This is an optimization exercise on Yosys and OpenROAD, whose aim is small area, a short achievable clock period and few clock cycles, not a production implementation. In this exercise RTL edits were held to simulation tests only and were not proved equivalent to the original. No activity file was given, so power comes from the tool's default toggle rates.

// mcv_sinc
module mcv_sinc (
    input  wire        clk,
    input  wire        rst,
    input  wire        s_valid,
    output reg         s_ready,
    input  wire [1:0]  s_op,       
    input  wire [11:0] s_data,     
    output reg         o_valid,
    output reg  [15:0] o_filt,
    output reg         o_settled
);
    localparam OP_SAMPLE  = 2'd0;
    localparam OP_RESTART = 2'd1;
    localparam OP_CONFIG  = 2'd2;
    localparam OP_NOP     = 2'd3;
    function [4:0] rom_sh;       
        input [5:0] kd;
        rom_sh = ({5{kd == 6'd0}} & 5'd0)
            | ({5{kd == 6'd1}} & 5'd1)
            | ({5{kd == 6'd2}} & 5'd1)
            | ({5{kd == 6'd3}} & 5'd2)
            | ({5{kd == 6'd4}} & 5'd2)
            | ({5{kd == 6'd5}} & 5'd2)
            | ({5{kd == 6'd6}} & 5'd2)
            | ({5{kd == 6'd7}} & 5'd3)
            | ({5{kd == 6'd8}} & 5'd3)
            | ({5{kd == 6'd9}} & 5'd3)
            | ({5{kd == 6'd10}} & 5'd3)
            | ({5{kd == 6'd11}} & 5'd3)
            | ({5{kd == 6'd12}} & 5'd3)
  ...
For scale: roughly 5100 cells after synthesis, about 1300 flip-flops.
clock: 15.0 ns
lec_check: 0
cap_margin: 20
core_margin: 2
core_utilization: 60
cts_buf_list: sky130_fd_sc_hd__clkbuf_16
cts_cluster_diameter: 80
cts_cluster_size: 25
slew_margin: 20
standard.sh (not shown) runs the stock make flow with config.mk's settings and CLKGATE_MAP_FILE= SYNTH_SCRIPT=/design/flow/synth_recipe.tcl, a recipe that flattens the netlist after the stock synthesis.
==> flow/flow/run.sh <==
#!/bin/bash
# The standard layout (standard.sh), with one change: the input and
# output ports are buffered with buf_2 rather than the cell buffer_ports
# picks by default. Everything else, synthesis included, is the standard flow.
set -euo pipefail
export BUFFER_PORTS_ARGS="-buffer_cell sky130_fd_sc_hd__buf_2"
bash standard.sh > standard.log 2>&1
Testbench counts at the start, summed over its fixed seeds: cycles 12,952.
==> next run, changes <==
--- a/flow/design.v
+++ b/flow/design.v
@@ -509,35 +509,35 @@
         s1_k     <= ord;
         s1_d     <= len;
         s1_r0    <= cq_r0;
         s1_r1    <= cq_r1;
     end
     reg [18:0] int1;
     reg [21:0] int2;
     reg [24:0] int3;
     reg [27:0] int4;
-    reg        s2_v, s2_first, s2_set, s2_g;  reg [1:0] s2_k; reg [3:0] s2_d;
-    reg        s3_v, s3_first, s3_set, s3_g;  reg [1:0] s3_k; reg [3:0] s3_d;
-    reg        s4_v, s4_set, s4_g;            reg [1:0] s4_k; reg [3:0] s4_d;
+    reg        s2_v, s2_first, s2_set, s2_z;  reg [1:0] s2_k; reg [3:0] s2_d;
+    reg        s3_v, s3_first, s3_set, s3_z;  reg [1:0] s3_k; reg [3:0] s3_d;
+    reg        s4_v, s4_set, s4_z;            reg [1:0] s4_k; reg [3:0] s4_d;
     reg        s5_v, s5_set;            reg [1:0] s5_k; reg [3:0] s5_d; reg [4:0] s5_sh;
     always @(posedge clk) begin
         if (s1_v)
             int1 <= (s1_g ? 19'd0 : int1) + s1_r0 + s1_r1 + {7'd0, ring[0]};    
         s2_v <= s1_v && !rst; s2_first <= s1_first; s2_set <= s1_set; s2_k <= s1_k; s2_d <= s1_d;
-        s2_g <= s1_first || s1_k < 2'd2;
-        int2 <= ((s2_v && s2_g) ? 22'd0 : int2)
+        s2_z <= s1_v && (s1_first || s1_k < 2'd2) && !rst;
+        int2 <= (s2_z ? 22'd0 : int2)
               + (s2_v ? {{3{int1[18]}}, int1} : 22'd0);
         s3_v <= s2_v && !rst; s3_first <= s2_first; s3_set <= s2_set; s3_k <= s2_k; s3_d <= s2_d;
-        s3_g <= s2_first || s2_k == 2'd0;
-        int3 <= ((s3_v && s3_g) ? 25'd0 : int3)
+        s3_z <= s2_v && (s2_first || s2_k == 2'd0) && !rst;
+        int3 <= (s3_z ? 25'd0 : int3)
               + (s3_v ? {{3{int2[21]}}, int2} : 25'd0);
-        s4_v <= s3_v && !rst; s4_g <= s3_first; s4_set <= s3_set; s4_k <= s3_k; s4_d <= s3_d;
-        int4 <= ((s4_v && s4_g) ? 28'd0 : int4)
+        s4_v <= s3_v && !rst; s4_z <= s3_v && s3_first && !rst; s4_set <= s3_set; s4_k <= s3_k; s4_d <= s3_d;
+        int4 <= (s4_z ? 28'd0 : int4)
               + (s4_v ? {{3{int3[24]}}, int3} : 28'd0);
         s5_v <= s4_v && !rst; s5_set <= s4_set; s5_k <= s4_k; s5_d <= s4_d;
         s5_sh <= rom_sh({s4_k, s4_d});
     end
     wire [4:0]  shn  = s5_sh;
     wire [32:0] sh0  = {int4, 5'd0};
     wire [32:0] sh1  = shn[4] ? {16'd0, sh0[32:16]} : sh0;
     wire [32:0] sh2  = shn[3] ? {8'd0, sh1[32:8]} : sh1;
     wire [32:0] sh3  = shn[2] ? {4'd0, sh2[32:4]} : sh2;
After rerunning: The changed run ran to the end with no violations. Clock skew is higher by 0.0064 ns. Worst setup slack improved by 0.15 ns. Cell count rose by 0.74%. Synthesized cell count rises by about 1%. Synthesized area increases by 0.39%. Routed wire length is higher by 7.0%. Global-route usage goes up by 1.9 points. Via count increases by 2.8%. Die area rises by about 0.4%. Count of clock-buffer cells in the layout decreases by 1. Utilization is higher by 0.13 points. Total power rises by about 1.2%.
Testbench counts after the change, summed over its fixed seeds: cycles 12,952.

-- static timing again, ports no longer ideal --
No port has a modelled driver above. Below, the same layouts with a new extraction and two added sets of constraints. Step 1 sets driving cells, clkbuf_16 on the clock port and buf_2 on the other inputs (assumed; they add their load-dependent delay and slew). Step 2 times the ports against the registers' clock, not the clock port: input delays grow and output delays shrink by t, the midpoint of the rising clock arrivals with the driver on. Three values: no drivers, after step 1, after step 2; two values: the first two.
run	shift t [ns]	slack for setup (ns)	hold slack, ns	worst register clock-pin slew, ns
the first run	0.736	10.697 / 10.625 / 10.530	0.324 / 0.324 / 0.324	0.10 / 0.10
the second run	0.754	10.843 / 10.769 / 10.527	0.310 / 0.310 / 0.310	0.10 / 0.10
After both steps every run listed still meets setup and hold. For the second run, which loses most, drivers alone change the setup slack by -0.074 ns; drivers and shift together by -0.316 ns.
